Background: an optimization exercise with open tools, aiming at small area, a short achievable clock period and few clock cycles per item. Do not read the settings as production practice. Only simulation tests tie the RTL to the original design; equivalence was not proved.

## flow/flow/run.sh

```bash
#!/bin/bash
# The standard layout (the standard.sh: ORFS synthesis to finish), with
# these changes in how it is made:
#  - the port buffers that global placement inserts on every input and
#    output are the smallest buffer (buf_1) instead of clkdlybuf4s50_1;
#  - clock tree synthesis inserts no dummy loads;
#  - timing repair only resizes and swaps cells (no new buffers);
#  - after floorplanning, the flip-flops of the round state (st) get a
#    stronger drive (same cell type, dfxtp_1 -> dfxtp_4): they drive the
#    InvMixColumns network at the start of the critical loop.
# ORFS writes each step's full log under orfs/logs/; make's output goes to
# flow_*.log and the resizing step's to upsize.log, all in this folder.
set -euo pipefail
export BUFFER_PORTS_ARGS="-buffer_cell sky130_fd_sc_hd__buf_1"
export CTS_ARGS="-sink_clustering_enable -repair_clock_nets -dont_use_dummy_load"
export SETUP_MOVE_SEQUENCE="unbuffer,sizeup,swap,vt_swap"
bash standard.sh floorplan > flow_floorplan.log 2>&1
odb=orfs/results/$FLOW_PLATFORM/kw_unwrap/base/2_floorplan.odb
ODB=$odb openroad -no_init -exit flow/upsize.tcl > upsize.log 2>&1
bash standard.sh finish > flow_finish.log 2>&1
```

## flow/flow/upsize.tcl

```tcl
# Give the state flip-flops st[*] the 4x drive version of their cell.
read_db $::env(ODB)
set db [ord::get_db]
set block [[$db getChip] getBlock]
set n 0
foreach inst [$block getInsts] {
  set name [$inst getName]
  set m [[$inst getMaster] getName]
  if {[string first "st\\\[" $name] == 0 && $m eq "sky130_fd_sc_hd__dfxtp_1"} {
    $inst swapMaster [$db findMaster sky130_fd_sc_hd__dfxtp_4]
    incr n
  }
}
puts "resized $n flip-flops"
write_db $::env(ODB)
```

## flow/standard.sh

```bash
#!/bin/bash
# synth_recipe.tcl (not shown) runs the flow's synth.tcl, then flattens the netlist and writes it again
# the make line also repeats each setting of config.mk as NAME=value (left out here)
make -C /OpenROAD-flow-scripts/flow DESIGN_CONFIG=/design/flow/config.mk WORK_HOME=/design/flow/orfs CLKGATE_MAP_FILE= SYNTH_SCRIPT=/design/flow/synth_recipe.tcl "${@:-finish}"
```

## flow/config.mk

```make
export PLATFORM = sky130hd
export DESIGN_NAME = kw_unwrap
export DESIGN_NICKNAME = kw_unwrap
export VERILOG_FILES = /design/flow/design.v
export SDC_FILE = /design/flow/constraint.sdc
export NUM_CORES = 8
export LEC_CHECK = 0
export CAP_MARGIN = 20
export CORE_MARGIN = 2
export CORE_UTILIZATION = 25
export SETUP_SLACK_MARGIN = 2.0
export SLEW_MARGIN = 20
export SYNTH_HIERARCHICAL = 1
```

## flow/constraint.sdc

```tcl
create_clock -name core_clock -period 8.0 [get_ports {clk}]
set_input_delay 1.6000 -clock core_clock [delete_from_list [all_inputs] [get_ports {clk}]]
set_output_delay 1.6000 -clock core_clock [all_outputs]
set_load 0.01 [all_outputs]
```

## flow/design.v

```verilog
module aes_sbox (
    input  wire [7:0] a,
    output wire [7:0] y
);
    wire t0, t1, t2, t3, t4, t5, t6, t7, t8, t9, t10, t11, t12, t13, t14, t15, t16, t17, t18, t19, t20, t21, t22, t23, t24, t25, t26, t27, t28, t29, t30, M1, M2, M3, M4, M5, M6, M7, M8, M9, M10, M11, M12, M13, M14, M15, M16, M17, M18, M19, M20, M21, M22, M23, M46, M47, M48, M49, M50, M51, M52, M53, M54, M55, M56, M57, M58, M59, M60, M61, M62, M63, b0, b1, b2, b3, b4, b5, b6, b7, b8, b9, b10, b11, b12, b13, b14, b15, b16, b17, b18, b19, b20, b21, b22, b23, b24, b25, b26, b27, b28, b29, b30, b31, b32, b33, b34, b35, b36, M37, M38, M39, M40, M41, M42, M43, M44, M45;
    sx2 g0 (.a(a[1]), .b(a[3]), .y(t0));
    sx2 g1 (.a(a[5]), .b(a[6]), .y(t1));
    sx2 g2 (.a(a[2]), .b(a[7]), .y(t2));
    sx2 g3 (.a(a[0]), .b(t1), .y(t3));
    sx2 g4 (.a(a[4]), .b(a[7]), .y(t4));
    sx2 g5 (.a(t0), .b(t4), .y(t5));
    sx2 g6 (.a(a[6]), .b(t0), .y(t6));
    sx2 g7 (.a(a[5]), .b(t2), .y(t7));
    sx2 g8 (.a(a[2]), .b(a[4]), .y(t8));
    sx2 g9 (.a(a[2]), .b(a[5]), .y(t9));
    sx2 g10 (.a(a[1]), .b(a[4]), .y(t10));
    sx2 g11 (.a(a[1]), .b(a[7]), .y(t11));
    sx2 g12 (.a(a[0]), .b(a[2]), .y(t12));
    sx2 g13 (.a(t2), .b(t10), .y(t13));
    sx2 g14 (.a(a[4]), .b(t2), .y(t14));
    sx2 g15 (.a(a[1]), .b(t2), .y(t15));
    sx2 g16 (.a(t1), .b(t8), .y(t16));
    sx2 g17 (.a(t0), .b(t9), .y(t17));
    sx2 g18 (.a(a[3]), .b(t7), .y(t18));
    sx2 g19 (.a(a[0]), .b(t5), .y(t19));
    sx2 g20 (.a(a[4]), .b(t7), .y(t20));
    sx2 g21 (.a(t1), .b(t5), .y(t21));
    sx2 g22 (.a(t3), .b(t15), .y(t22));
    sx2 g23 (.a(t6), .b(t14), .y(t23));
    sx2 g24 (.a(t0), .b(t7), .y(t24));
    sx2 g25 (.a(a[2]), .b(t6), .y(t25));
    sx2 g26 (.a(t0), .b(t16), .y(t26));
    sx2 g27 (.a(t6), .b(t12), .y(t27));
    sx2 g28 (.a(a[7]), .b(t3), .y(t28));
    sx2 g29 (.a(a[1]), .b(t3), .y(t29));
    sx2 g30 (.a(a[4]), .b(t3), .y(t30));
    snand2 g31 (.a(t13), .b(t5), .y(M1));
    snand2 g32 (.a(t22), .b(t19), .y(M2));
    sxn2 g33 (.a(t23), .b(M1), .y(M3));
    snand2 g34 (.a(t30), .b(a[0]), .y(M4));
    sx2 g35 (.a(M4), .b(M1), .y(M5));
    snand2 g36 (.a(t11), .b(t17), .y(M6));
    snand2 g37 (.a(t29), .b(t3), .y(M7));
    sxn2 g38 (.a(t18), .b(M6), .y(M8));
    snand2 g39 (.a(t28), .b(t27), .y(M9));
    sx2 g40 (.a(M9), .b(M6), .y(M10));
    snand2 g41 (.a(t4), .b(t25), .y(M11));
    snand2 g42 (.a(t8), .b(t20), .y(M12));
    sx2 g43 (.a(M12), .b(M11), .y(M13));
    snand2 g44 (.a(t2), .b(t21), .y(M14));
    sx2 g45 (.a(M14), .b(M11), .y(M15));
    sxn2 g46 (.a(M3), .b(M2), .y(M16));
    sx2 g47 (.a(M5), .b(t26), .y(M17));
    sxn2 g48 (.a(M8), .b(M7), .y(M18));
    sx2 g49 (.a(M10), .b(M15), .y(M19));
    sx2 g50 (.a(M16), .b(M13), .y(M20));
    sx2 g51 (.a(M17), .b(M15), .y(M21));
    sx2 g52 (.a(M18), .b(M13), .y(M22));
    sx2 g53 (.a(M19), .b(t24), .y(M23));
    gf16_inv_0000_000000000 u_inv (.d({M23, M22, M21, M20}), .m({M45, M44, M43, M42, M41, M40, M39, M38, M37}));
    snand2 g54 (.a(M44), .b(t5), .y(M46));
    snand2 g55 (.a(M40), .b(t19), .y(M47));
    snand2 g56 (.a(M39), .b(a[0]), .y(M48));
    snand2 g57 (.a(M43), .b(t17), .y(M49));
    snand2 g58 (.a(M38), .b(t3), .y(M50));
    snand2 g59 (.a(M37), .b(t27), .y(M51));
    snand2 g60 (.a(M42), .b(t25), .y(M52));
    snand2 g61 (.a(M45), .b(t20), .y(M53));
    snand2 g62 (.a(M41), .b(t21), .y(M54));
    snand2 g63 (.a(M44), .b(t13), .y(M55));
    snand2 g64 (.a(M40), .b(t22), .y(M56));
    snand2 g65 (.a(M39), .b(t30), .y(M57));
    snand2 g66 (.a(M43), .b(t11), .y(M58));
    snand2 g67 (.a(M38), .b(t29), .y(M59));
    snand2 g68 (.a(M37), .b(t28), .y(M60));
    snand2 g69 (.a(M42), .b(t4), .y(M61));
    snand2 g70 (.a(M45), .b(t8), .y(M62));
    snand2 g71 (.a(M41), .b(t2), .y(M63));
    sx2 g72 (.a(M56), .b(M61), .y(b0));
    sxn2 g73 (.a(M62), .b(b0), .y(b1));
    sx2 g74 (.a(M46), .b(M49), .y(b2));
    sx2 g75 (.a(M54), .b(M58), .y(b3));
    sx2 g76 (.a(M50), .b(M53), .y(b4));
    sx2 g77 (.a(M48), .b(M60), .y(b5));
    sx2 g78 (.a(M51), .b(M59), .y(b6));
    sx2 g79 (.a(M47), .b(M50), .y(b7));
    sxn2 g80 (.a(M55), .b(b7), .y(b8));
    sx2 g81 (.a(M46), .b(M52), .y(b9));
    sxn2 g82 (.a(M61), .b(b6), .y(b10));
    sxn2 g83 (.a(M62), .b(b10), .y(b11));
    sx2 g84 (.a(b3), .b(b5), .y(b12));
    sxn2 g85 (.a(M55), .b(b1), .y(b13));
    sx2 g86 (.a(M48), .b(M51), .y(b14));
    sx2 g87 (.a(M61), .b(M63), .y(b15));
    sx2 g88 (.a(M48), .b(M58), .y(b16));
    sx2 g89 (.a(M49), .b(M52), .y(b17));
    sxn2 g90 (.a(M57), .b(b2), .y(b18));
    sx2 g91 (.a(M47), .b(M53), .y(b19));
    sx2 g92 (.a(b2), .b(b8), .y(b20));
    sx2 g93 (.a(b8), .b(b14), .y(b21));
    sx2 g94 (.a(b9), .b(b15), .y(b22));
    sx2 g95 (.a(b2), .b(b16), .y(b23));
    sxn2 g96 (.a(b12), .b(b22), .y(b24));
    sxn2 g97 (.a(b11), .b(b23), .y(b25));
    sx2 g98 (.a(b1), .b(b21), .y(b26));
    sx2 g99 (.a(b4), .b(b17), .y(b27));
    sx2 g100 (.a(b1), .b(b12), .y(b28));
    sx2 g101 (.a(b4), .b(b11), .y(b29));
    sx2 g102 (.a(b9), .b(b19), .y(b30));
    sx2 g103 (.a(b1), .b(b20), .y(b31));
    sx2 g104 (.a(b4), .b(b18), .y(b32));
    sxn2 g105 (.a(b13), .b(b30), .y(b33));
    sx2 g106 (.a(b28), .b(b32), .y(b34));
    sxn2 g107 (.a(b3), .b(b29), .y(b35));
    sx2 g108 (.a(b13), .b(b27), .y(b36));
    assign y[7] = b36;
    assign y[6] = b33;
    assign y[5] = b24;
    assign y[4] = b31;
    assign y[3] = b26;
    assign y[2] = b34;
    assign y[1] = b35;
    assign y[0] = b25;
endmodule
module sx2 (input wire a, input wire b, output wire y);
    assign y = a ^ b;
endmodule
module sxn2 (input wire a, input wire b, output wire y);
    assign y = ~(a ^ b);
endmodule
module snand2 (input wire a, input wire b, output wire y);
    assign y = ~(a & b);
endmodule
module snor2 (input wire a, input wire b, output wire y);
    assign y = ~(a | b);
endmodule
module skx (input wire a, input wire g, input wire s, output wire y);
    assign y = a ^ (g & s);
endmodule
module gf16_inv_0000_000000000 (
    input  wire [3:0] d,
    output wire [8:0] m
);
    assign m[0] = (d[0] & d[1]) | (d[1] & ~d[3]) | (d[0] & ~d[2] & d[3]) | (d[0] & d[2] & ~d[3]);
    assign m[1] = (d[1] & d[2]) | (~d[0] & d[1]) | (d[0] & d[2] & d[3]) | (d[0] & ~d[1] & ~d[2] & ~d[3]);
    assign m[2] = (~d[1] & d[3]) | (d[2] & d[3]) | (~d[0] & d[1] & d[2]) | (d[0] & ~d[1] & d[2]);
    assign m[3] = (~d[2] & d[3]) | (d[0] & d[3]) | (d[0] & d[1] & d[2]) | (~d[0] & ~d[1] & d[2] & ~d[3]);
    assign m[4] = (~d[0] & d[1] & ~d[3]) | (~d[1] & ~d[2] & d[3]) | (~d[0] & d[1] & d[2]) | (d[0] & ~d[1] & ~d[2]) | (d[0] & ~d[2] & d[3]) | (~d[0] & d[2] & ~d[3]);
    assign m[5] = (d[0] & d[1] & ~d[2]) | (~d[1] & d[2] & d[3]) | (~d[0] & ~d[1] & d[3]) | (d[0] & d[1] & ~d[3]) | (d[1] & ~d[2] & ~d[3]) | (~d[0] & d[2] & d[3]);
    assign m[6] = (d[0] & ~d[1]) | (d[0] & ~d[2]) | (~d[0] & d[1] & d[3]);
    assign m[7] = (~d[0] & d[2]) | (d[2] & ~d[3]) | (d[1] & ~d[2] & d[3]);
    assign m[8] = (~d[1] & d[2] & d[3]) | (d[0] & d[1] & ~d[3]) | (d[0] & ~d[1] & ~d[2]) | (~d[0] & d[2] & ~d[3]);
endmodule
module gf16_inv_0000_111110011 (
    input  wire [3:0] d,
    output wire [8:0] m
);
    assign m[0] = (~d[0] & ~d[1]) | (~d[0] & d[3]) | (~d[1] & ~d[2] & ~d[3]) | (~d[1] & d[2] & d[3]);
    assign m[1] = (~d[0] & ~d[1]) | (d[0] & d[1] & ~d[2]) | (~d[1] & ~d[2] & d[3]) | (~d[1] & d[2] & ~d[3]);
    assign m[2] = (d[1] & ~d[2]) | (~d[2] & ~d[3]) | (~d[0] & ~d[1] & ~d[3]) | (d[0] & d[1] & ~d[3]);
    assign m[3] = (~d[2] & ~d[3]) | (~d[0] & d[1] & ~d[3]) | (~d[0] & d[2] & d[3]) | (d[0] & ~d[1] & ~d[3]);
    assign m[4] = (d[0] & d[2]) | (~d[1] & d[2] & d[3]) | (d[0] & d[1] & ~d[3]) | (~d[0] & d[1] & ~d[2] & d[3]) | (~d[0] & ~d[1] & ~d[2] & ~d[3]);
    assign m[5] = (d[0] & d[1] & ~d[2]) | (~d[1] & d[2] & d[3]) | (~d[0] & ~d[1] & d[3]) | (d[0] & d[1] & ~d[3]) | (d[1] & ~d[2] & ~d[3]) | (~d[0] & d[2] & d[3]);
    assign m[6] = (d[0] & ~d[1]) | (d[0] & ~d[2]) | (~d[0] & d[1] & d[3]);
    assign m[7] = (~d[2] & ~d[3]) | (~d[1] & ~d[2]) | (d[0] & d[2] & d[3]);
    assign m[8] = (d[1] & d[3]) | (~d[0] & ~d[2]) | (d[0] & ~d[1] & d[2] & ~d[3]);
endmodule
module aes_inv_sbox (
    input  wire [7:0] a,
    output wire [7:0] y
);
    wire t0, t1, t2, t3, t4, t5, t6, t7, t8, t9, t10, t11, t12, t13, t14, t15, t16, t17, t18, t19, t20, t21, t22, t23, t24, t25, t26, t27, t28, t29, M1, M2, M3, M4, M5, M6, M7, M8, M9, M10, M11, M12, M13, M14, M15, M16, M17, M18, M19, M20, M21, M22, M23, M46, M47, M48, M49, M50, M51, M52, M53, M54, M55, M56, M57, M58, M59, M60, M61, M62, M63, b0, b1, b2, b3, b4, b5, b6, b7, b8, b9, b10, b11, b12, b13, b14, b15, b16, b17, b18, b19, b20, b21, b22, b23, b24, b25, b26, b27, b28, b29, b30, b31, b32, b33, b34, b35, b36, b37, b38, b39, M37, M38, M39, M40, M41, M42, M43, M44, M45;
    sx2 g0 (.a(a[4]), .b(a[6]), .y(t0));
    sx2 g1 (.a(a[0]), .b(a[1]), .y(t1));
    sx2 g2 (.a(a[3]), .b(a[4]), .y(t2));
    sx2 g3 (.a(a[3]), .b(a[6]), .y(t3));
    sx2 g4 (.a(a[2]), .b(a[7]), .y(t4));
    sx2 g5 (.a(t0), .b(t1), .y(t5));
    sx2 g6 (.a(a[6]), .b(a[7]), .y(t6));
    sx2 g7 (.a(a[7]), .b(t0), .y(t7));
    sx2 g8 (.a(t1), .b(t3), .y(t8));
    sx2 g9 (.a(a[0]), .b(a[7]), .y(t9));
    sx2 g10 (.a(a[1]), .b(a[2]), .y(t10));
    sx2 g11 (.a(a[0]), .b(a[5]), .y(t11));
    sx2 g12 (.a(a[0]), .b(a[3]), .y(t12));
    sx2 g13 (.a(a[1]), .b(a[5]), .y(t13));
    sx2 g14 (.a(a[2]), .b(a[5]), .y(t14));
    sxn2 g15 (.a(a[4]), .b(a[7]), .y(t15));
    sx2 g16 (.a(a[5]), .b(t4), .y(t16));
    sx2 g17 (.a(t1), .b(t2), .y(t17));
    sx2 g18 (.a(t1), .b(t6), .y(t18));
    sxn2 g19 (.a(t3), .b(t9), .y(t19));
    sx2 g20 (.a(t2), .b(t10), .y(t20));
    sx2 g21 (.a(a[5]), .b(t2), .y(t21));
    sx2 g22 (.a(a[0]), .b(t2), .y(t22));
    sx2 g23 (.a(t0), .b(t11), .y(t23));
    sxn2 g24 (.a(t3), .b(t13), .y(t24));
    sxn2 g25 (.a(t0), .b(t14), .y(t25));
    sxn2 g26 (.a(t4), .b(t5), .y(t26));
    sx2 g27 (.a(t4), .b(t8), .y(t27));
    sxn2 g28 (.a(a[5]), .b(t5), .y(t28));
    sx2 g29 (.a(a[3]), .b(t7), .y(t29));
    snor2 g30 (.a(t18), .b(t25), .y(M1));
    snor2 g31 (.a(t15), .b(t7), .y(M2));
    sxn2 g32 (.a(t27), .b(M1), .y(M3));
    snor2 g33 (.a(t5), .b(t16), .y(M4));
    sx2 g34 (.a(M4), .b(M1), .y(M5));
    snand2 g35 (.a(t17), .b(t24), .y(M6));
    snor2 g36 (.a(t0), .b(t22), .y(M7));
    sx2 g37 (.a(t23), .b(M6), .y(M8));
    snor2 g38 (.a(t8), .b(t28), .y(M9));
    sxn2 g39 (.a(M9), .b(M6), .y(M10));
    snand2 g40 (.a(t2), .b(t26), .y(M11));
    snor2 g41 (.a(t29), .b(t20), .y(M12));
    sxn2 g42 (.a(M12), .b(M11), .y(M13));
    snor2 g43 (.a(t6), .b(t19), .y(M14));
    sxn2 g44 (.a(M14), .b(M11), .y(M15));
    sx2 g45 (.a(M3), .b(M2), .y(M16));
    sxn2 g46 (.a(M5), .b(t12), .y(M17));
    sx2 g47 (.a(M8), .b(M7), .y(M18));
    sx2 g48 (.a(M10), .b(M15), .y(M19));
    sx2 g49 (.a(M16), .b(M13), .y(M20));
    sx2 g50 (.a(M17), .b(M15), .y(M21));
    sx2 g51 (.a(M18), .b(M13), .y(M22));
    sxn2 g52 (.a(M19), .b(t21), .y(M23));
    gf16_inv_0000_111110011 u_inv (.d({M23, M22, M21, M20}), .m({M45, M44, M43, M42, M41, M40, M39, M38, M37}));
    snor2 g53 (.a(M44), .b(t25), .y(M46));
    snor2 g54 (.a(M40), .b(t7), .y(M47));
    snor2 g55 (.a(M39), .b(t16), .y(M48));
    snand2 g56 (.a(M43), .b(t24), .y(M49));
    snor2 g57 (.a(M38), .b(t22), .y(M50));
    snor2 g58 (.a(M37), .b(t28), .y(M51));
    snand2 g59 (.a(M42), .b(t26), .y(M52));
    snor2 g60 (.a(M45), .b(t20), .y(M53));
    snor2 g61 (.a(M41), .b(t19), .y(M54));
    snor2 g62 (.a(M44), .b(t18), .y(M55));
    snor2 g63 (.a(M40), .b(t15), .y(M56));
    snor2 g64 (.a(M39), .b(t5), .y(M57));
    snand2 g65 (.a(M43), .b(t17), .y(M58));
    snor2 g66 (.a(M38), .b(t0), .y(M59));
    snor2 g67 (.a(M37), .b(t8), .y(M60));
    snand2 g68 (.a(M42), .b(t2), .y(M61));
    snor2 g69 (.a(M45), .b(t29), .y(M62));
    snor2 g70 (.a(M41), .b(t6), .y(M63));
    sx2 g71 (.a(M52), .b(M61), .y(b0));
    sx2 g72 (.a(M50), .b(b0), .y(b1));
    sxn2 g73 (.a(M54), .b(M58), .y(b2));
    sx2 g74 (.a(M62), .b(b2), .y(b3));
    sx2 g75 (.a(M59), .b(b1), .y(b4));
    sx2 g76 (.a(M48), .b(M56), .y(b5));
    sx2 g77 (.a(M47), .b(M60), .y(b6));
    sx2 g78 (.a(b5), .b(b6), .y(b7));
    sx2 g79 (.a(M57), .b(M63), .y(b8));
    sx2 g80 (.a(M46), .b(M51), .y(b9));
    sxn2 g81 (.a(M49), .b(b7), .y(b10));
    sx2 g82 (.a(M51), .b(M59), .y(b11));
    sx2 g83 (.a(M48), .b(M59), .y(b12));
    sx2 g84 (.a(M55), .b(M63), .y(b13));
    sx2 g85 (.a(M49), .b(M58), .y(b14));
    sxn2 g86 (.a(M58), .b(b5), .y(b15));
    sxn2 g87 (.a(M49), .b(b11), .y(b16));
    sxn2 g88 (.a(M55), .b(M61), .y(b17));
    sx2 g89 (.a(M46), .b(b12), .y(b18));
    sx2 g90 (.a(b8), .b(b15), .y(b19));
    sx2 g91 (.a(M47), .b(b9), .y(b20));
    sx2 g92 (.a(M53), .b(b14), .y(b21));
    sx2 g93 (.a(b0), .b(b16), .y(b22));
    sx2 g94 (.a(b0), .b(b18), .y(b23));
    sx2 g95 (.a(M53), .b(b9), .y(b24));
    sx2 g96 (.a(M54), .b(b13), .y(b25));
    sx2 g97 (.a(b8), .b(b17), .y(b26));
    sx2 g98 (.a(M57), .b(b3), .y(b27));
    sx2 g99 (.a(b10), .b(b25), .y(b28));
    sx2 g100 (.a(M62), .b(b21), .y(b29));
    sx2 g101 (.a(b1), .b(b10), .y(b30));
    sx2 g102 (.a(b19), .b(b24), .y(b31));
    sx2 g103 (.a(b3), .b(b22), .y(b32));
    sx2 g104 (.a(b3), .b(b20), .y(b33));
    sx2 g105 (.a(b3), .b(b23), .y(b34));
    sx2 g106 (.a(b4), .b(b28), .y(b35));
    sx2 g107 (.a(b4), .b(b31), .y(b36));
    sx2 g108 (.a(b4), .b(b33), .y(b37));
    sx2 g109 (.a(b4), .b(b29), .y(b38));
    sx2 g110 (.a(b27), .b(b30), .y(b39));
    assign y[7] = b32;
    assign y[6] = b35;
    assign y[5] = b39;
    assign y[4] = b34;
    assign y[3] = b36;
    assign y[2] = b37;
    assign y[1] = b38;
    assign y[0] = b26;
endmodule
module aes_inv_mixcol (
    input  wire [31:0] c,
    output wire [31:0] y
);
    wire m0, m1, m2, m3, m4, m5, m6, m7, m8, m9, m10, m11, m12, m13, m14, m15, m16, m17, m18, m19, m20, m21, m22, m23, m24, m25, m26, m27, m28, m29, m30, m31, m32, m33, m34, m35, m36, m37, m38, m39, m40, m41, m42, m43, m44, m45, m46, m47, m48, m49, m50, m51, m52, m53, m54, m55, m56, m57, m58, m59, m60, m61, m62, m63, m64, m65, m66, m67, m68, m69, m70, m71, m72, m73, m74, m75, m76, m77, m78, m79, m80, m81, m82, m83, m84, m85, m86, m87, m88, m89, m90, m91, m92, m93, m94, m95, m96, m97, m98, m99, m100, m101, m102, m103, m104, m105, m106, m107, m108, m109, m110, m111, m112, m113, m114, m115, m116, m117, m118, m119, m120, m121, m122, m123, m124, m125, m126, m127, m128, m129, m130, m131, m132, m133, m134, m135, m136, m137, m138, m139, m140, m141, m142, m143, m144, m145, m146, m147, m148, m149, m150, m151, m152, m153, m154, m155, m156, m157, m158, m159, m160, m161, m162, m163, m164, m165, m166, m167, m168, m169, m170, m171, m172, m173, m174, m175;
    sx2 x0 (.a(c[5]), .b(c[21]), .y(m0));
    sx2 x1 (.a(c[13]), .b(c[29]), .y(m1));
    sx2 x2 (.a(c[6]), .b(c[22]), .y(m2));
    sx2 x3 (.a(c[14]), .b(c[30]), .y(m3));
    sx2 x4 (.a(m0), .b(m1), .y(m4));
    sx2 x5 (.a(c[15]), .b(c[31]), .y(m5));
    sx2 x6 (.a(c[23]), .b(c[27]), .y(m6));
    sx2 x7 (.a(c[7]), .b(c[11]), .y(m7));
    sx2 x8 (.a(c[18]), .b(m3), .y(m8));
    sx2 x9 (.a(c[26]), .b(m2), .y(m9));
    sx2 x10 (.a(c[8]), .b(m4), .y(m10));
    sx2 x11 (.a(c[4]), .b(c[20]), .y(m11));
    sx2 x12 (.a(c[0]), .b(c[16]), .y(m12));
    sx2 x13 (.a(c[1]), .b(c[17]), .y(m13));
    sx2 x14 (.a(c[3]), .b(c[19]), .y(m14));
    sx2 x15 (.a(c[9]), .b(c[25]), .y(m15));
    sx2 x16 (.a(c[12]), .b(c[28]), .y(m16));
    sx2 x17 (.a(c[2]), .b(c[10]), .y(m17));
    sx2 x18 (.a(m6), .b(m7), .y(m18));
    sx2 x19 (.a(m5), .b(m14), .y(m19));
    sx2 x20 (.a(m8), .b(m9), .y(m20));
    sx2 x21 (.a(c[23]), .b(c[24]), .y(m21));
    sx2 x22 (.a(c[24]), .b(m12), .y(m22));
    sx2 x23 (.a(m4), .b(m15), .y(m23));
    sx2 x24 (.a(c[15]), .b(m13), .y(m24));
    sx2 x25 (.a(m11), .b(m16), .y(m25));
    sx2 x26 (.a(m18), .b(m19), .y(m26));
    sx2 x27 (.a(m17), .b(m20), .y(m27));
    sx2 x28 (.a(m10), .b(m22), .y(m28));
    sx2 x29 (.a(c[7]), .b(c[31]), .y(m29));
    sx2 x30 (.a(c[3]), .b(c[31]), .y(m30));
    sx2 x31 (.a(c[7]), .b(c[15]), .y(m31));
    sx2 x32 (.a(m2), .b(m21), .y(m32));
    sx2 x33 (.a(c[31]), .b(m3), .y(m33));
    sx2 x34 (.a(m13), .b(m30), .y(m34));
    sx2 x35 (.a(c[19]), .b(m24), .y(m35));
    sx2 x36 (.a(c[23]), .b(m25), .y(m36));
    sx2 x37 (.a(c[7]), .b(c[8]), .y(m37));
    sx2 x38 (.a(m3), .b(m11), .y(m38));
    sx2 x39 (.a(c[10]), .b(m11), .y(m39));
    sx2 x40 (.a(m14), .b(m15), .y(m40));
    sx2 x41 (.a(m2), .b(m29), .y(m41));
    sx2 x42 (.a(c[2]), .b(m16), .y(m42));
    sx2 x43 (.a(m2), .b(m16), .y(m43));
    sx2 x44 (.a(m3), .b(m31), .y(m44));
    sx2 x45 (.a(m5), .b(m12), .y(m45));
    sx2 x46 (.a(m0), .b(m5), .y(m46));
    sx2 x47 (.a(c[17]), .b(m17), .y(m47));
    sx2 x48 (.a(m0), .b(m18), .y(m48));
    sx2 x49 (.a(m8), .b(m42), .y(m49));
    sx2 x50 (.a(m1), .b(m19), .y(m50));
    sx2 x51 (.a(m7), .b(m34), .y(m51));
    sx2 x52 (.a(m9), .b(m39), .y(m52));
    sx2 x53 (.a(m23), .b(m52), .y(m53));
    sx2 x54 (.a(m23), .b(m49), .y(m54));
    sx2 x55 (.a(c[5]), .b(c[12]), .y(m55));
    sx2 x56 (.a(c[14]), .b(c[21]), .y(m56));
    sx2 x57 (.a(c[13]), .b(c[28]), .y(m57));
    sx2 x58 (.a(c[6]), .b(c[30]), .y(m58));
    sx2 x59 (.a(c[6]), .b(c[21]), .y(m59));
    sx2 x60 (.a(c[1]), .b(c[9]), .y(m60));
    sx2 x61 (.a(c[12]), .b(c[29]), .y(m61));
    sx2 x62 (.a(c[21]), .b(c[28]), .y(m62));
    sx2 x63 (.a(c[15]), .b(c[26]), .y(m63));
    sx2 x64 (.a(c[5]), .b(c[29]), .y(m64));
    sx2 x65 (.a(c[10]), .b(c[25]), .y(m65));
    sx2 x66 (.a(c[7]), .b(c[14]), .y(m66));
    sx2 x67 (.a(c[22]), .b(c[30]), .y(m67));
    sx2 x68 (.a(c[13]), .b(c[30]), .y(m68));
    sx2 x69 (.a(c[16]), .b(c[24]), .y(m69));
    sx2 x70 (.a(c[10]), .b(c[18]), .y(m70));
    sx2 x71 (.a(c[0]), .b(c[25]), .y(m71));
    sx2 x72 (.a(c[6]), .b(c[14]), .y(m72));
    sx2 x73 (.a(c[0]), .b(c[15]), .y(m73));
    sx2 x74 (.a(c[2]), .b(c[11]), .y(m74));
    sx2 x75 (.a(c[1]), .b(c[16]), .y(m75));
    sx2 x76 (.a(c[0]), .b(c[17]), .y(m76));
    sx2 x77 (.a(c[9]), .b(c[16]), .y(m77));
    sx2 x78 (.a(c[27]), .b(m2), .y(m78));
    sx2 x79 (.a(m21), .b(m37), .y(m79));
    sx2 x80 (.a(c[22]), .b(m66), .y(m80));
    sx2 x81 (.a(c[12]), .b(m6), .y(m81));
    sx2 x82 (.a(c[25]), .b(m37), .y(m82));
    sx2 x83 (.a(m1), .b(m67), .y(m83));
    sx2 x84 (.a(c[20]), .b(m6), .y(m84));
    sx2 x85 (.a(c[20]), .b(m55), .y(m85));
    sx2 x86 (.a(m6), .b(m17), .y(m86));
    sx2 x87 (.a(m1), .b(m29), .y(m87));
    sx2 x88 (.a(c[4]), .b(m62), .y(m88));
    sx2 x89 (.a(c[2]), .b(m60), .y(m89));
    sx2 x90 (.a(c[23]), .b(m12), .y(m90));
    sx2 x91 (.a(c[20]), .b(m57), .y(m91));
    sx2 x92 (.a(c[13]), .b(m59), .y(m92));
    sx2 x93 (.a(c[4]), .b(m61), .y(m93));
    sx2 x94 (.a(c[22]), .b(m64), .y(m94));
    sx2 x95 (.a(c[29]), .b(m56), .y(m95));
    sx2 x96 (.a(m13), .b(m71), .y(m96));
    sx2 x97 (.a(c[5]), .b(m68), .y(m97));
    sx2 x98 (.a(c[9]), .b(m3), .y(m98));
    sx2 x99 (.a(m15), .b(m75), .y(m99));
    sx2 x100 (.a(m21), .b(m76), .y(m100));
    sx2 x101 (.a(c[4]), .b(m7), .y(m101));
    sx2 x102 (.a(m7), .b(m63), .y(m102));
    sx2 x103 (.a(m6), .b(m74), .y(m103));
    sx2 x104 (.a(c[1]), .b(m65), .y(m104));
    sx2 x105 (.a(m8), .b(m102), .y(m105));
    sx2 x106 (.a(m8), .b(m47), .y(m106));
    sx2 x107 (.a(m79), .b(m89), .y(m107));
    sx2 x108 (.a(m33), .b(m40), .y(m108));
    sx2 x109 (.a(m38), .b(m94), .y(m109));
    sx2 x110 (.a(m32), .b(m73), .y(m110));
    sx2 x111 (.a(m41), .b(m69), .y(m111));
    sx2 x112 (.a(m4), .b(m24), .y(m112));
    sx2 x113 (.a(m4), .b(m22), .y(m113));
    sx2 x114 (.a(m9), .b(m45), .y(m114));
    sx2 x115 (.a(m33), .b(m90), .y(m115));
    sx2 x116 (.a(m31), .b(m83), .y(m116));
    sx2 x117 (.a(m47), .b(m98), .y(m117));
    sx2 x118 (.a(m70), .b(m78), .y(m118));
    sx2 x119 (.a(m38), .b(m92), .y(m119));
    sx2 x120 (.a(m33), .b(m100), .y(m120));
    sx2 x121 (.a(m41), .b(m96), .y(m121));
    sx2 x122 (.a(m32), .b(m82), .y(m122));
    sx2 x123 (.a(m43), .b(m95), .y(m123));
    sx2 x124 (.a(m46), .b(m80), .y(m124));
    sx2 x125 (.a(m43), .b(m97), .y(m125));
    sx2 x126 (.a(m32), .b(m77), .y(m126));
    sx2 x127 (.a(m46), .b(m58), .y(m127));
    sx2 x128 (.a(m72), .b(m87), .y(m128));
    sx2 x129 (.a(m45), .b(m104), .y(m129));
    sx2 x130 (.a(m44), .b(m99), .y(m130));
    sx2 x131 (.a(m34), .b(m84), .y(m131));
    sx2 x132 (.a(m9), .b(m103), .y(m132));
    sx2 x133 (.a(m23), .b(m120), .y(m133));
    sx2 x134 (.a(m36), .b(m127), .y(m134));
    sx2 x135 (.a(m114), .b(m117), .y(m135));
    sx2 x136 (.a(m36), .b(m128), .y(m136));
    sx2 x137 (.a(m35), .b(m81), .y(m137));
    sx2 x138 (.a(m26), .b(m109), .y(m138));
    sx2 x139 (.a(m25), .b(m124), .y(m139));
    sx2 x140 (.a(m20), .b(m129), .y(m140));
    sx2 x141 (.a(m50), .b(m85), .y(m141));
    sx2 x142 (.a(m10), .b(m121), .y(m142));
    sx2 x143 (.a(m35), .b(m132), .y(m143));
    sx2 x144 (.a(m48), .b(m93), .y(m144));
    sx2 x145 (.a(m10), .b(m110), .y(m145));
    sx2 x146 (.a(m86), .b(m108), .y(m146));
    sx2 x147 (.a(m10), .b(m111), .y(m147));
    sx2 x148 (.a(c[28]), .b(m51), .y(m148));
    sx2 x149 (.a(m50), .b(m88), .y(m149));
    sx2 x150 (.a(m10), .b(m130), .y(m150));
    sx2 x151 (.a(m112), .b(m126), .y(m151));
    sx2 x152 (.a(m40), .b(m105), .y(m152));
    sx2 x153 (.a(m20), .b(m107), .y(m153));
    sx2 x154 (.a(m51), .b(m118), .y(m154));
    sx2 x155 (.a(m26), .b(m119), .y(m155));
    sx2 x156 (.a(m36), .b(m116), .y(m156));
    sx2 x157 (.a(m26), .b(m125), .y(m157));
    sx2 x158 (.a(m35), .b(m101), .y(m158));
    sx2 x159 (.a(m48), .b(m91), .y(m159));
    sx2 x160 (.a(m106), .b(m122), .y(m160));
    sx2 x161 (.a(m10), .b(m115), .y(m161));
    sx2 x162 (.a(m44), .b(m113), .y(m162));
    sx2 x163 (.a(m26), .b(m123), .y(m163));
    sx2 x164 (.a(m28), .b(m152), .y(m164));
    sx2 x165 (.a(m28), .b(m154), .y(m165));
    sx2 x166 (.a(m27), .b(m149), .y(m166));
    sx2 x167 (.a(m53), .b(m148), .y(m167));
    sx2 x168 (.a(m53), .b(m137), .y(m168));
    sx2 x169 (.a(m27), .b(m141), .y(m169));
    sx2 x170 (.a(m27), .b(m159), .y(m170));
    sx2 x171 (.a(m27), .b(m144), .y(m171));
    sx2 x172 (.a(m28), .b(m143), .y(m172));
    sx2 x173 (.a(m54), .b(m158), .y(m173));
    sx2 x174 (.a(m54), .b(m131), .y(m174));
    sx2 x175 (.a(m28), .b(m146), .y(m175));
    assign y[0] = m147;
    assign y[1] = m133;
    assign y[2] = m140;
    assign y[3] = m172;
    assign y[4] = m174;
    assign y[5] = m166;
    assign y[6] = m138;
    assign y[7] = m134;
    assign y[8] = m162;
    assign y[9] = m142;
    assign y[10] = m153;
    assign y[11] = m175;
    assign y[12] = m167;
    assign y[13] = m171;
    assign y[14] = m157;
    assign y[15] = m136;
    assign y[16] = m145;
    assign y[17] = m150;
    assign y[18] = m135;
    assign y[19] = m165;
    assign y[20] = m173;
    assign y[21] = m169;
    assign y[22] = m155;
    assign y[23] = m139;
    assign y[24] = m161;
    assign y[25] = m151;
    assign y[26] = m160;
    assign y[27] = m164;
    assign y[28] = m168;
    assign y[29] = m170;
    assign y[30] = m163;
    assign y[31] = m156;
endmodule
module kw_unwrap (
    input  wire         clk,
    input  wire         rst,       
    input  wire         start,     
    input  wire [127:0] kek,       
    input  wire [191:0] wrapped,   
    output wire         busy,
    output wire         done,      
    output wire         ok,        
    output wire [127:0] key        
);
    localparam [63:0] KW_IV = 64'hA6A6A6A6A6A6A6A6;
    reg         busy_r;
    reg         done_r;
    reg         kexp;     
    reg         first;    
    reg         step12;   
    reg [3:0]   rnd;      
    reg [3:0]   t;        
    reg [127:0] st;       
    reg [63:0]  ro;       
    reg [127:0] rk;       
    reg [127:0] kl;       
    wire accept = start && !busy_r;
    genvar gb, gc, gr;
    wire last   = !kexp && (rnd == 4'd0);
    assign busy = busy_r;
    assign done = done_r;
    assign ok   = (st[127:64] == KW_IV);
    assign key  = {st[63:0], ro};
    wire [31:0]  w0 = rk[127:96];
    wire [31:0]  w1 = rk[95:64];
    wire [31:0]  w2 = rk[63:32];
    wire [31:0]  w3 = rk[31:0];
    wire [31:0]  v3 = w3 ^ w2;    
    wire [31:0]  v2 = w2 ^ w1;
    wire [31:0]  v1 = w1 ^ w0;
    wire [31:0]  rot = {v3[23:0], v3[31:24]};
    wire [31:0]  sw_out;
    generate
        for (gb = 0; gb < 4; gb = gb + 1) begin : g_sbox
            aes_sbox u_sbox (.a(rot[8*gb +: 8]), .y(sw_out[8*gb +: 8]));
        end
    endgenerate
    wire [9:0]   rd = {rnd == 4'd9, rnd == 4'd8, rnd == 4'd7, rnd == 4'd6, rnd == 4'd5,
                       rnd == 4'd4, rnd == 4'd3, rnd == 4'd2, rnd == 4'd1, rnd == 4'd0};
    wire [7:0]   rcon = {rd[7], rd[6], rd[5] | rd[9], rd[4] | rd[8] | rd[9],
                         rd[3] | rd[8], rd[2] | rd[9], rd[1] | rd[8] | rd[9], rd[0] | rd[8]};
    wire [31:0]  temp = sw_out ^ {rcon, 24'h000000};
    wire [31:0]  n0 = w0 ^ temp;
    wire         fin = kexp && (rnd == 4'd9);    
    wire [31:0]  n2 = v2 ^ n0;
    wire [127:0] key_step = {n0, v1 ^ (temp & {32{kexp}}), v2 ^ (n0 & {32{kexp}}),
                             v3 ^ (n2 & {32{fin}})};
    wire [127:0] key_prev = {n0, v1, v2, v3};
    wire [127:0] blk = (step12 ? {kl[127:64] ^ 64'd12, kl[63:0]}
                               : {st[127:64] ^ {60'd0, t}, ro}) ^ rk;
    wire [127:0] imc;
    generate
        for (gc = 0; gc < 4; gc = gc + 1) begin : g_imc
            aes_inv_mixcol u_imc (.c(st[32*gc +: 32]), .y(imc[32*gc +: 32]));
        end
    endgenerate
    wire [127:0] x = first ? blk : imc;
    wire [127:0] isr;
    generate
        for (gc = 0; gc < 4; gc = gc + 1) begin : g_col
            for (gr = 0; gr < 4; gr = gr + 1) begin : g_row
                assign isr[127 - 8*(gr + 4*((gc + gr) % 4)) -: 8] =
                       x[127 - 8*(gr + 4*gc) -: 8];
            end
        end
    endgenerate
    wire [127:0] isb;
    generate
        for (gb = 0; gb < 16; gb = gb + 1) begin : g_isbox
            aes_inv_sbox u_isbox (.a(isr[8*gb +: 8]), .y(isb[8*gb +: 8]));
        end
    endgenerate
    wire [127:0] ark = isb ^ key_prev;
    always @(posedge clk) begin
        if (rst) begin
            busy_r <= 1'b0;
            done_r <= 1'b0;
            kexp   <= 1'b0;
            first  <= 1'b0;
            step12 <= 1'b0;
        end else begin
            done_r <= 1'b0;
            if (accept) begin
                busy_r <= 1'b1;
                kexp   <= 1'b1;
                first  <= 1'b0;
                step12 <= 1'b1;
                rnd    <= 4'd0;
                t      <= 4'd12;
            end else if (busy_r) begin
                if (kexp) begin
                    if (rnd == 4'd9) begin
                        kexp  <= 1'b0;
                        first <= 1'b1;
                    end else begin
                        rnd <= rnd + 4'd1;
                    end
                end else begin
                    first <= (rnd == 4'd0) && (t != 4'd1);
                    if (rnd == 4'd0) begin
                        rnd    <= 4'd9;
                        t      <= t - 4'd1;
                        step12 <= 1'b0;
                        if (t == 4'd1) begin
                            busy_r <= 1'b0;
                            done_r <= 1'b1;
                        end
                    end else begin
                        rnd <= rnd - 4'd1;
                    end
                end
            end
        end
    end
    always @(posedge clk) begin
        if (accept)
            rk <= {kek[127:32], kek[63:32] ^ kek[31:0]};
        else if (last)
            rk <= kl;
        else
            rk <= key_step;
    end
    always @(posedge clk) begin
        if (accept)
            kl <= {wrapped[191:128], wrapped[63:0]};
        else if (first && step12)
            kl <= rk;
    end
    always @(posedge clk) begin
        st <= ark;
        if (accept)
            ro <= wrapped[127:64];
        else if (first && !step12)
            ro <= st[63:0];
    end
endmodule
```

==> flow_metrics.env, run 1 <==
export IMPL_rr_startpoint="step12$_SDFFE_PP0P_"
export IMPL_worstSetupStartpoint="step12$_SDFFE_PP0P_"
export IMPL_clock_sinks=461
export IMPL_ys_seq_elements=461
export IMPL_crit_family="XOR/XNOR gates"
export IMPL_cp_num_buf_inv=1
export IMPL_cts_hold_buf=0
export IMPL_syn_num_nets=6976
export IMPL_fin_tns_setup_ns=0
export IMPL_holdWs_ns=0.538
export IMPL_avgSynthCellArea_um2=8.30
export IMPL_cp_endpoint="st[65]$_DFF_P_"
export IMPL_dr_total_vias=45900
export IMPL_status="finished clean"
export IMPL_relSlewSlack_pct=21.6
export IMPL_netlist_instances=6646
export IMPL_synth_edf_count=200
export IMPL_end_kind="flop"
export IMPL_first_iter_violations=3956
export IMPL_post_cts_buffers=0
export IMPL_r2r_end="st[65]$_DFF_P_"
export IMPL_wire_per_inst_um=25.4
export IMPL_wl_um=244000
export IMPL_die_h_um=474
export IMPL_synthFlopType="dfxtp_1"
export IMPL_route_detailed_drc=0
export IMPL_final_util_pct=32.1
export IMPL_crit_path_max_fanout=41
export IMPL_dieArea_um2=224000
export IMPL_core_um2=220000
export IMPL_crit_slowest_cell="dfxtp_4"
export IMPL_required_ns=8.52
export IMPL_worst_path_stages=20
export IMPL_max_cap_viol_count=0
export IMPL_skew_ns=0.124
export IMPL_rr_worst_depth=20
export IMPL_dr_pass1_iters=6
export IMPL_rrSetupSlack_ns=1.74
export IMPL_fin_nets=7063
export IMPL_cpMostUsedCell="xor2_2"
export IMPL_hold_violations=0
export IMPL_max_stage_delay_ns=1.03
export IMPL_area_delta_synth_final_pct=27.7
export IMPL_clock_latency_ns=0.75
export IMPL_async_flop_share_pct=0
export IMPL_pin_count=454
export IMPL_grt_pass1_wl_um=334000
export IMPL_h_tree_depth=2
export IMPL_top_layer="met5"
export IMPL_fmax_mhz=160
export IMPL_yosysWarnings=7
export IMPL_ant_nets=0
export IMPL_fin_crit_sh_pct=78.3
export IMPL_rows=172
export IMPL_met2_wirelength_um=111000
export IMPL_portBuffers=453
export IMPL_grtUsageTotal_pct=20.6
export IMPL_drive_gt1_share_pct=24.3
export IMPL_netlist_area_um2=55200
export IMPL_start_util_pct=25.1
export IMPL_finalCriticalPeriod_ns=6.26
export IMPL_overflow=0
export IMPL_worst_slew_pin_slew_ns=1.17
export IMPL_cp_data_arrival_time_ns=6.78
export IMPL_slew_violations=0
export IMPL_path_class="reg -> reg"
export IMPL_wl_met3_um=15600
export IMPL_setup_violations=0
export IMPL_cts_tree="yes"
export IMPL_holdCritPathClass="reg -> reg"
export IMPL_post_synth_num_cell_types=71
export IMPL_via_per_inst=4.77
export IMPL_cts_made_buffers=59
export IMPL_ys_seq_area_share_pct=20.4
export IMPL_antenna_found_initial=31
export IMPL_cts_root_buf="clkbuf_16"
export IMPL_clkTransAtPathRegs_ns=0.07
export IMPL_worstSetupStartpointType="flop"
export IMPL_globalplace_congestion=0.982
export IMPL_crit_chain="buf_16 -> mux2i_1 -> xnor2_1 -> mux2_4 -> xor2_4 -> xor2_4 -> xnor2_4 -> nand2_4 -> xnor2_4 -> xor2_2 -> xnor2_4 -> nand2b_4 -> a21oi_2 -> a211oi_2 -> nand2_2 -> xor2_4 -> xor2_2 -> xor2_2 -> xor2_2 -> xnor2_1"
export IMPL_grt_max_degree=114
export IMPL_grt_pass1_vias=45500
export IMPL_rsz0062_at_grt="true"
export IMPL_clock_path_buffers=3
export IMPL_hold_depth=2
export IMPL_die_w_um=474
export IMPL_hpwl_um=197000
export IMPL_drt_met1_wl_um=98000
[cell type report]
cell class              instances  area [um2]
repair buffers                613        3140
clock buffers                  59        1480
flip-flops and latches        461       11800
diodes                         11        27.5
inverters                      40         166
well taps                    2871        3590
multi-input cells            5558       50200
fillers                     22600      149000
[through the flow]
step	instance area, um2	setup WS [ns]	std cells
final	70400	1.74	9613
after global routing	70400	1.51	9605
after CTS	65200	1.83	9602
after detailed placement	58500	0.383	9543
after global placement	58500	0.423	9543
after floorplan	55300	2.00	6646
[placed cells by master, fill, tap and decap left out, types with 37 or more instances in the layout]
cell type	n
dfxtp_1	102
nand2_2	53
xnor2_1	562
xnor2_4	57
nor2_1	425
o21ai_1	37
nor2_2	56
mux2i_1	115
xor2_4	217
nand2_1	898
clkbuf_16	59
dfxtp_4	135
a21oi_1	207
xor2_1	1537
buf_1	453
nand3b_1	38
mux2_2	71
mux2_4	55
edfxtp_1	200
xnor2_2	140
buf_4	117
o21ai_0	65
xor2_2	350
[layer usage]
layer / GRT usage [%] / vias to the layer above
met3: 3.42 / 483
li1: - / 20900
met5: 0 / -
met2: 32.8 / 1668
met1: 25.5 / 22800
met4: 13.7 / 28
[kinds of logic (layout without fill, tap and decap cells)]
| family | Yosys count | count (layout) | share of synthesized area [%] |
|---|---|---|---|
| xor gates and xnor gates | 2867 | 2867 | 45.6 |
| and+or+nand+nor | 1744 | 1744 | 13.4 |
| AOI/OAI and AO/OA | 683 | 683 | 8.12 |
| buffers and inverters | 627 | 712 | 7.31 |
| DFF | 461 | 461 | 20.4 |
| muxes | 257 | 257 | 4.95 |
| adders and majority gates | 7 | 7 | 0.159 |
| other | 0 | 11 | 0 |
[cell usage after synthesis, types with 38 or more instances]
master	count	area (um2)
a21oi_1	239	1200
buf_4	424	3180
clkbuf_1	105	394
dfxtp_1	261	5230
edfxtp_1	200	6010
inv_1	40	150
mux2_2	126	1420
mux2i_1	131	1310
nand2_1	954	3580
nand2b_1	57	357
nand3b_1	38	285
nor2_1	505	1900
nor2b_1	40	250
o21ai_0	67	335
xnor2_1	759	6650
xor2_1	2103	18400
[worst min-delay path by stage]
| stage | start | endpoint | slack, ns |
|---|---|---|---|
| floorplan | kl[30]$_DFFE_PP_ | rk[30]$_DFF_P_ | 0.46 |
| global placement | kl[25]$_DFFE_PP_ | rk[25]$_DFF_P_ | 0.49 |
| detailed placement | kl[25]$_DFFE_PP_ | rk[25]$_DFF_P_ | 0.50 |
| CTS | kl[25]$_DFFE_PP_ | rk[25]$_DFF_P_ | 0.55 |
| global route | kl[25]$_DFFE_PP_ | rk[25]$_DFF_P_ | 0.59 |
| finish | kl[25]$_DFFE_PP_ | rk[25]$_DFF_P_ | 0.54 |
[what timing repair did]
action                                  in CTS  in global routing
pin swaps                                  195                455
gates resized for setup                    727                787
endpoints found under the setup margin     221                171
[per-module statistics from Yosys, one instance, submodules excluded, a selection]
module | flip-flops and latches | cells | cell area (um2) | copies in the design
aes_sbox | 0 | 8 | 60.1 | 4
sx2 | 0 | 1 | 8.76 | 2048
snor2 | 0 | 1 | 3.75 | 336
aes_inv_sbox | 0 | 8 | 60.1 | 16
snand2 | 0 | 1 | 3.75 | 204
kw_unwrap | 461 | 2718 | 25500 | 1
[tightest hold or removal path: stages (launching register included)]
cell and delay, ns:
edfxtp_1 0.36, nand3_1 0.07, o221ai_1 0.07
[registers in the layout, indices dropped and copies added, names as in the netlist]
signal / flops
kl: 128
rk: 128
st: 128
ro: 64
rnd: 4
t: 4
busy_r: 1
done_r: 1
first: 1
kexp: 1
step12: 1
Testbench counts, summed over its fixed seeds: cycles 67,072, items 512.
==> run 2: changes to the inputs <==
--- a/flow/config.mk
+++ b/flow/config.mk
@@ -10,3 +10,3 @@
 export CORE_UTILIZATION = 25
-export SETUP_SLACK_MARGIN = 2.0
+export SETUP_SLACK_MARGIN = 1.65
 export SLEW_MARGIN = 20
==> run 2 against run 1 <==
Worst setup slack improved by 0.037 ns. Still clean on timing, DRC and antenna. Sequential share of layout area is 1.2 points higher. Worst hold slack improved by 0.021 ns.
==> flow_metrics.env, run 2 <==
export IMPL_status="finished clean"
export IMPL_overflow=0
export IMPL_area_delta_synth_final_pct=19.0
export IMPL_clock_latency_ns=0.73
export IMPL_hold_depth=2
export IMPL_drive_gt1_share_pct=16.9
export IMPL_max_cap_viol_count=0
export IMPL_dr_pass1_iters=6
export IMPL_grt_max_degree=76
export IMPL_fin_crit_sh_pct=77.8
export IMPL_rr_worst_depth=21
export IMPL_pin_count=454
export IMPL_dieArea_um2=224000
export IMPL_avgSynthCellArea_um2=8.30
export IMPL_post_synth_num_cell_types=71
export IMPL_grt_pass1_vias=45400
export IMPL_clock_path_buffers=3
export IMPL_antenna_found_initial=41
export IMPL_clock_sinks=461
export IMPL_cts_hold_buf=0
export IMPL_path_class="reg -> reg"
export IMPL_holdCritPathClass="reg -> reg"
export IMPL_crit_path_max_fanout=49
export IMPL_hpwl_um=197000
export IMPL_hold_violations=0
export IMPL_die_h_um=474
export IMPL_post_cts_buffers=0
export IMPL_worst_slew_pin_slew_ns=1.21
export IMPL_cts_made_buffers=60
export IMPL_netlist_top_cells_count="2103 x xor2_1, 954 x nand2_1, 759 x xnor2_1, 505 x nor2_1, 424 x buf_4"
export IMPL_globalplace_congestion=0.991
export IMPL_worstHoldStart="kl[28]$_DFFE_PP_"
export IMPL_layout_common_cells="1772 x xor2_1, 939 x nand2_1, 625 x xnor2_1"
export IMPL_whs_endpoint="rk[28]$_DFF_P_"
export IMPL_dr_total_vias=46200
export IMPL_fin_nets=7095
export IMPL_clkTransAtPathRegs_ns=0.07
export IMPL_synthFlopType="dfxtp_1"
export IMPL_synth_area_leader_cell="xor2_1"
export IMPL_reg_top3="kl x128, rk x128, st x128"
export IMPL_relSlewSlack_pct=18.8
export IMPL_r2r_end="st[14]$_DFF_P_"
export IMPL_grtUsageTotal_pct=20.4
export IMPL_synth_edf_count=200
export IMPL_wl_um=240000
export IMPL_async_flop_share_pct=0
export IMPL_netlist_instances=6646
export IMPL_ant_nets=0
export IMPL_syn_num_nets=6976
export IMPL_synth_most_common_cell="xor2_1"
export IMPL_fmax_mhz=161
export IMPL_h_tree_depth=2
export IMPL_cts_tree="yes"
export IMPL_setup_violations=0
export IMPL_rsz0062_at_grt="true"
export IMPL_ys_seq_elements=461
export IMPL_finalCriticalPeriod_ns=6.22
export IMPL_grt_pass1_wl_um=331000
export IMPL_fin_cells=9639
export IMPL_dp_cells=9574
export IMPL_rows=172
export IMPL_slew_violations=0
export IMPL_rr_startpoint="step12$_SDFFE_PP0P_"
export IMPL_die_w_um=474
export IMPL_worstSetupStartpointType="flop"
export IMPL_ys_seq_area_share_pct=20.4
export IMPL_first_iter_violations=4349
export IMPL_via_per_inst=4.79
export IMPL_end_kind="flop"
export IMPL_required_ns=8.56
export IMPL_skew_ns=0.102
export IMPL_cts_root_buf="clkbuf_16"
export IMPL_netlist_area_um2=55200
export IMPL_route_detailed_drc=0
export IMPL_final_common_cell="xor2_1"
export IMPL_start_util_pct=25.1
export IMPL_wire_per_inst_um=24.9
export IMPL_synth_top_area_share_pct=33.4
export IMPL_yosysWarnings=7
export IMPL_fin_tns_setup_ns=0
export IMPL_cp_data_arrival_time_ns=6.79
export IMPL_rrSetupSlack_ns=1.78
export IMPL_core_um2=220000
export IMPL_yosys_top_cells_area="xor2_1 33%, xnor2_1 12%, edfxtp_1 11%"
export IMPL_portBuffers=453
-- run 2: cell types whose count changed in the layout (fill, tap and decap cells not counted), moves of 42 or more --
| cell | previous run | this run |
|---|---|---|
| buf_4 | 117 | 174 |
| xor2_2 | 350 | 224 |
| nor2_1 | 425 | 490 |
| xor2_4 | 217 | 108 |
| nor2_2 | 56 | 14 |
| xor2_1 | 1537 | 1772 |
| xnor2_1 | 562 | 625 |
-- run 2: cell type report --
cell class	count	area (um2)
fill	23200	154000
multi-input combinational	5558	45400
sequential	461	11700
tap	2871	3590
timing repair buffer	644	3260
clock buffer	60	1500
inverter	40	163
antenna	5	12.5
-- run 2: stage by stage --
step	cell area, um2	util (%)	hold slack [ns]	worst slack, ns
finish	65600	29.9	0.559	1.78
global route	65600	29.9	0.571	1.44
CTS	62200	28.4	0.552	1.58
detailed placement	58600	26.7	0.520	0.462
global placement	58600	26.7	0.491	0.457
floorplan	55200	-	0.464	1.73
-- run 2: worst max path at each step --
| stage | slack (ns) | startpoint | end | cells past startpoint |
|---|---|---|---|---|
| floorplan | 1.73 | first$_SDFFE_PP0P_ | ro[0]$_DFFE_PP_ | 5 |
| detailed placement | 0.46 | rk[43]$_DFF_P_ | rk[18]$_DFF_P_ | 22 |
| global route | 1.44 | st[116]$_DFF_P_ | st[125]$_DFF_P_ | 24 |
| global placement | 0.46 | rk[43]$_DFF_P_ | rk[23]$_DFF_P_ | 22 |
| CTS | 1.58 | step12$_SDFFE_PP0P_ | st[9]$_DFF_P_ | 22 |
| finish | 1.78 | step12$_SDFFE_PP0P_ | st[14]$_DFF_P_ | 21 |
-- run 2: kinds of logic after synthesis --
group	after synthesis	synth area share, %
AND/OR/NAND/NOR	1744	13.4
AO/OA/AOI/OAI	683	8.12
multiplexers	257	4.95
adder cells (fa/ha/maj)	7	0.159
flip-flops	461	20.4
buffers and inverters	627	7.31
XOR/XNOR	2867	45.6
-- run 2: per-module statistics from Yosys, one instance, submodules excluded --
module | copies in the design | area (um2) | flops+latches | cells
aes_inv_mixcol | 4 | 240 | 0 | 32
aes_inv_sbox | 16 | 60.1 | 0 | 8
aes_sbox | 4 | 60.1 | 0 | 8
gf16_inv_0000_000000000 | 4 | 233 | 0 | 37
gf16_inv_0000_111110011 | 16 | 235 | 0 | 36
kw_unwrap | 1 | 25500 | 461 | 2718
snand2 | 204 | 3.75 | 0 | 1
snor2 | 336 | 3.75 | 0 | 1
sx2 | 2048 | 8.76 | 0 | 1
sxn2 | 328 | 8.76 | 0 | 1
-- run 2: repair_timing --
action / in CTS / in global routing
endpoints found under the hold margin: 0 / 0
resized for setup: 286 / 467
gates cloned: 0 / 0
endpoints found under the setup margin: 194 / 174
pin swaps: 54 / 172
-- run 2: routing by layer --
layer / vias to the layer above / part of all wire, % / GRT usage [%]
met3: 453 / 7.8 / 4.33
li1: 21100 / - / -
met4: 30 / 6.3 / 10.8
met1: 22800 / 41 / 25.7
met2: 1828 / 45 / 32.4
met5: - / 0.081 / 0
-- run 2: critical path: stages (launching register included) --
cell      delay, ns
dfxtp_4        1.07
buf_12         0.24
mux2i_1        0.28
xnor2_2        0.13
mux2_4         0.33
xor2_1         0.17
buf_4          0.22
xor2_4         0.23
xnor2_1        0.22
nand2_2        0.17
xnor2_2        0.27
xor2_2         0.44
buf_4          0.24
o21ai_2        0.06
a211oi_2       0.33
nand2_2        0.15
xor2_4         0.26
xor2_2         0.22
xor2_1         0.19
buf_4          0.20
xor2_1         0.36
xnor2_1        0.12
==> run 3: changes to the inputs <==
--- a/flow/flow/run.sh
+++ b/flow/flow/run.sh
@@ -6,3 +6,2 @@
 #  - clock tree synthesis inserts no dummy loads;
-#  - timing repair only resizes and swaps cells (no new buffers);
 #  - after floorplanning, the flip-flops of the round state (st) get a
@@ -15,3 +14,2 @@
 export CTS_ARGS="-sink_clustering_enable -repair_clock_nets -dont_use_dummy_load"
-export SETUP_MOVE_SEQUENCE="unbuffer,sizeup,swap,vt_swap"
 bash standard.sh floorplan > flow_floorplan.log 2>&1
==> run 3 against run 2 <==
Worst setup slack improved by 0.060 ns. Count of clock-buffer cells in the layout stayed put. Synthesized cell count did not move. Wire length rose by 0.51%. Non-clock buffer count grew 126. Worst hold slack better by 0.00095 ns. Sequential cell count unchanged. Register-to-register slack improved by 0.06 ns. Maximum frequency rose by 0.97%. First-iteration DRC count fell by 4.5%. Critical path type unchanged. Highest routed layer unchanged.
==> flow_metrics.env, run 3 <==
export IMPL_syn_num_nets=6976
export IMPL_synthAdderAreaFrac_pct=0.159
export IMPL_cts_tree="yes"
export IMPL_area_delta_synth_final_pct=18.1
export IMPL_rows=172
export IMPL_portBuffers=453
export IMPL_synthXorXnorAreaFrac_pct=45.6
export IMPL_status="finished clean"
export IMPL_fin_cells=9768
export IMPL_cts_root_buf="clkbuf_16"
export IMPL_worst_path_stages=24
export IMPL_slew_violations=0
export IMPL_fin_crit_sh_pct=77.1
export IMPL_path_class="reg -> reg"
export IMPL_fmax_mhz=162
export IMPL_synth_area_leader_cell="xor2_1"
export IMPL_grt_max_degree=76
export IMPL_grt_pass1_vias=45600
export IMPL_via_per_inst=4.80
export IMPL_synth_top_family_by_area="XOR/XNOR gates"
export IMPL_cts_hold_buf=0
export IMPL_clock_path_buffers=3
export IMPL_globalplace_congestion=0.991
export IMPL_worstSetupStartpointType="flop"
export IMPL_cp_num_buf_inv=2
export IMPL_grt_pass1_wl_um=332000
export IMPL_rr_worst_depth=24
export IMPL_yosys_top_cells_area="xor2_1 33%, xnor2_1 12%, edfxtp_1 11%"
export IMPL_dpl_cell_area_um2=58600
export IMPL_holdCritPathClass="reg -> reg"
export IMPL_end_kind="flop"
export IMPL_die_h_um=474
export IMPL_cpMostUsedCell="xor2_1"
export IMPL_synth_most_common_cell="xor2_1"
export IMPL_hold_violations=0
export IMPL_setup_ws_ns=1.84
export IMPL_netlist_area_um2=55200
export IMPL_dr_total_vias=46900
export IMPL_skew_ns=0.0991
export IMPL_rr_startpoint="st[30]$_DFF_P_"
export IMPL_n_fill_cell=23300
export IMPL_route_detailed_drc=0
export IMPL_clock_sinks=461
export IMPL_hpwl_um=197000
export IMPL_first_iter_violations=4152
export IMPL_rrSetupSlack_ns=1.84
export IMPL_yosysWarnings=7
export IMPL_required_ns=8.48
export IMPL_synth_top_area_share_pct=33.4
export IMPL_netlist_top_cells_count="2103 x xor2_1, 954 x nand2_1, 759 x xnor2_1, 505 x nor2_1, 424 x buf_4"
export IMPL_setup_violations=0
export IMPL_dieArea_um2=224000
export IMPL_cp_endpoint="st[37]$_DFF_P_"
export IMPL_r2r_end="st[37]$_DFF_P_"
export IMPL_layout_common_cells="1809 x xor2_1, 950 x nand2_1, 676 x xnor2_1"
export IMPL_dp_cells=9574
export IMPL_crit_slowest_cell="dfxtp_4"
export IMPL_netlist_instances=6646
export IMPL_crit_family="XOR/XNOR gates"
export IMPL_max_cap_viol_count=0
export IMPL_wire_per_inst_um=24.6
export IMPL_worstSetupStartpoint="st[30]$_DFF_P_"
export IMPL_worst_slew_pin_slew_ns=1.16
export IMPL_relSlewSlack_pct=22.4
export IMPL_die_w_um=474
export IMPL_dr_pass1_iters=9
export IMPL_core_um2=220000
export IMPL_grtUsageTotal_pct=20.4
export IMPL_crit_chain="xor2_1 -> buf_4 -> xor2_4 -> xor2_1 -> xor2_2 -> xor2_1 -> mux2_2 -> xor2_1 -> buf_4 -> xor2_4 -> xnor2_1 -> nor2_1 -> xnor2_1 -> xor2_2 -> xnor2_4 -> nand2b_1 -> a21oi_1 -> a211oi_2 -> nand2_1 -> xor2_4 -> xor2_2 -> xor2_1 -> xor2_2 -> xnor2_2"
export IMPL_synthFlopType="dfxtp_1"
export IMPL_final_cell_area_um2=65100
export IMPL_antenna_found_initial=42
export IMPL_synth_edf_count=200
export IMPL_cp_data_arrival_time_ns=6.64
export IMPL_ys_seq_elements=461
export IMPL_drive_gt1_share_pct=16.4
export IMPL_avgSynthCellArea_um2=8.30
export IMPL_wl_um=241000
export IMPL_h_tree_depth=2
export IMPL_synth_compound_area_share_pct=8.12
export IMPL_post_synth_num_cell_types=71
export IMPL_finalCriticalPeriod_ns=6.16
export IMPL_rsz0062_at_grt="true"
export IMPL_dp_worst_setup_slack_ns=0.462
export IMPL_cts_made_buffers=60
export IMPL_clkTransAtPathRegs_ns=0.07
export IMPL_async_flop_share_pct=0
export IMPL_clock_latency_ns=0.72
export IMPL_reg_top3="kl x128, rk x128, st x128"
export IMPL_yosys_mux_area_fraction_pct=4.95
export IMPL_ys_seq_area_share_pct=20.4
export IMPL_pin_count=454
export IMPL_overflow=0
export IMPL_fin_tns_setup_ns=0
export IMPL_max_stage_delay_ns=0.45
export IMPL_final_common_cell="xor2_1"
export IMPL_crit_path_max_fanout=11
export IMPL_synthSimpleGateAreaFrac_pct=13.4
export IMPL_fin_nets=7222
export IMPL_ant_nets=0
export IMPL_start_util_pct=25.1
[run 3: cell counts after synthesis]
Identical to the previous run, type by type.
[run 3: Yosys stat by module, one instance, submodules excluded]
module | copies in the design | cells | flip-flops and latches
kw_unwrap | 1 | 2718 | 461
snand2 | 204 | 1 | 0
gf16_inv_0000_000000000 | 4 | 37 | 0
aes_inv_mixcol | 4 | 32 | 0
aes_inv_sbox | 16 | 8 | 0
gf16_inv_0000_111110011 | 16 | 36 | 0
sxn2 | 328 | 1 | 0
snor2 | 336 | 1 | 0
aes_sbox | 4 | 8 | 0
sx2 | 2048 | 1 | 0
[run 3: repair_timing]
action,in CTS,in global routing
buffers inserted,50,76
gates resized for setup,196,316
gates cloned,0,1
pin swaps,31,80
setup endpoints to repair,194,164
[run 3: worst register-to-register path, delay by kind of cell, from the launching register on]
family          cells  cell delay, ns
mux                 1            0.33
xor+xnor           16            3.76
simple gates        3            0.59
compound gates      2            0.39
buf+inv             2            0.41
flops               1            0.45
[run 3: final cells by class]
| type | count | area (um2) | share of cell area (%) |
|---|---|---|---|
| well taps | 2871 | 3590 | 5.52 |
| inverters | 40 | 158 | 0.242 |
| diodes | 7 | 17.5 | 0.0269 |
| multi-input cells | 5559 | 43900 | 67.4 |
| clock buffers | 60 | 1500 | 2.31 |
| repair buffers | 770 | 4240 | 6.52 |
| flip-flops and latches | 461 | 11700 | 18.0 |
[run 3: cell families after synthesis]
| group | count (synthesis) |
|---|---|
| fa+ha+maj | 7 |
| simple gates | 1744 |
| mux | 257 |
| buf+inv | 627 |
| compound gates | 683 |
| xor+xnor | 2867 |
| flops | 461 |
[run 3: worst min-delay path by stage]
stage / startpoint / end / slack (ns) / cells after the start
finish: kl[28]$_DFFE_PP_ / rk[28]$_DFF_P_ / 0.56 / 2
global route: kl[30]$_DFFE_PP_ / rk[30]$_DFF_P_ / 0.57 / 2
CTS: kl[25]$_DFFE_PP_ / rk[25]$_DFF_P_ / 0.55 / 2
detailed placement: kl[25]$_DFFE_PP_ / rk[25]$_DFF_P_ / 0.52 / 2
global placement: kl[25]$_DFFE_PP_ / rk[25]$_DFF_P_ / 0.49 / 2
floorplan: kl[30]$_DFFE_PP_ / rk[30]$_DFF_P_ / 0.46 / 2
[run 3: per-stage QoR]
stage | util (%) | hold WS (ns)
6_report | 29.7 | 0.560
5_1_grt | 29.7 | 0.571
4_1_cts | 28.3 | 0.552
3_5_place_dp | 26.7 | 0.520
3_3_place_gp | 26.7 | 0.491
2_1_floorplan | - | 0.464
[run 3: layer usage]
layer / part of all wire, % / track usage, % / vias up
met5: 0.071 / 0 / -
met4: 7.1 / 12.2 / 26
met3: 8.0 / 4.30 / 478
met2: 44 / 32.0 / 1961
met1: 41 / 25.8 / 23000
li1: - / - / 21400

==> static timing again, ports no longer ideal <==
Ports are ideal in the flow. The routed layouts listed here were re-timed in OpenROAD.
Step 1 assumes that a clkbuf_16 drives the clock port and a buf_2 every other input.
Step 2 moves the port delays by t, midway between the first and last clock arrival at a register: inputs arrive t later, outputs are due t later. That takes back most of the time a late clock gives input paths.
Three values: no drivers, after step 1, after step 2; two values: the first two.
| run | t (ns) | slack for setup (ns) | clock arrival spread, ns |
|---|---|---|---|
| run 1 | 0.766 | 1.738 / 1.738 / 1.738 | 0.124 / 0.124 |
| run 2 | 0.756 | 1.775 / 1.775 / 1.775 | 0.103 / 0.103 |
| run 3 | 0.757 | 1.835 / 1.835 / 1.835 | 0.099 / 0.100 |
After both steps setup and hold are still met in every run listed.
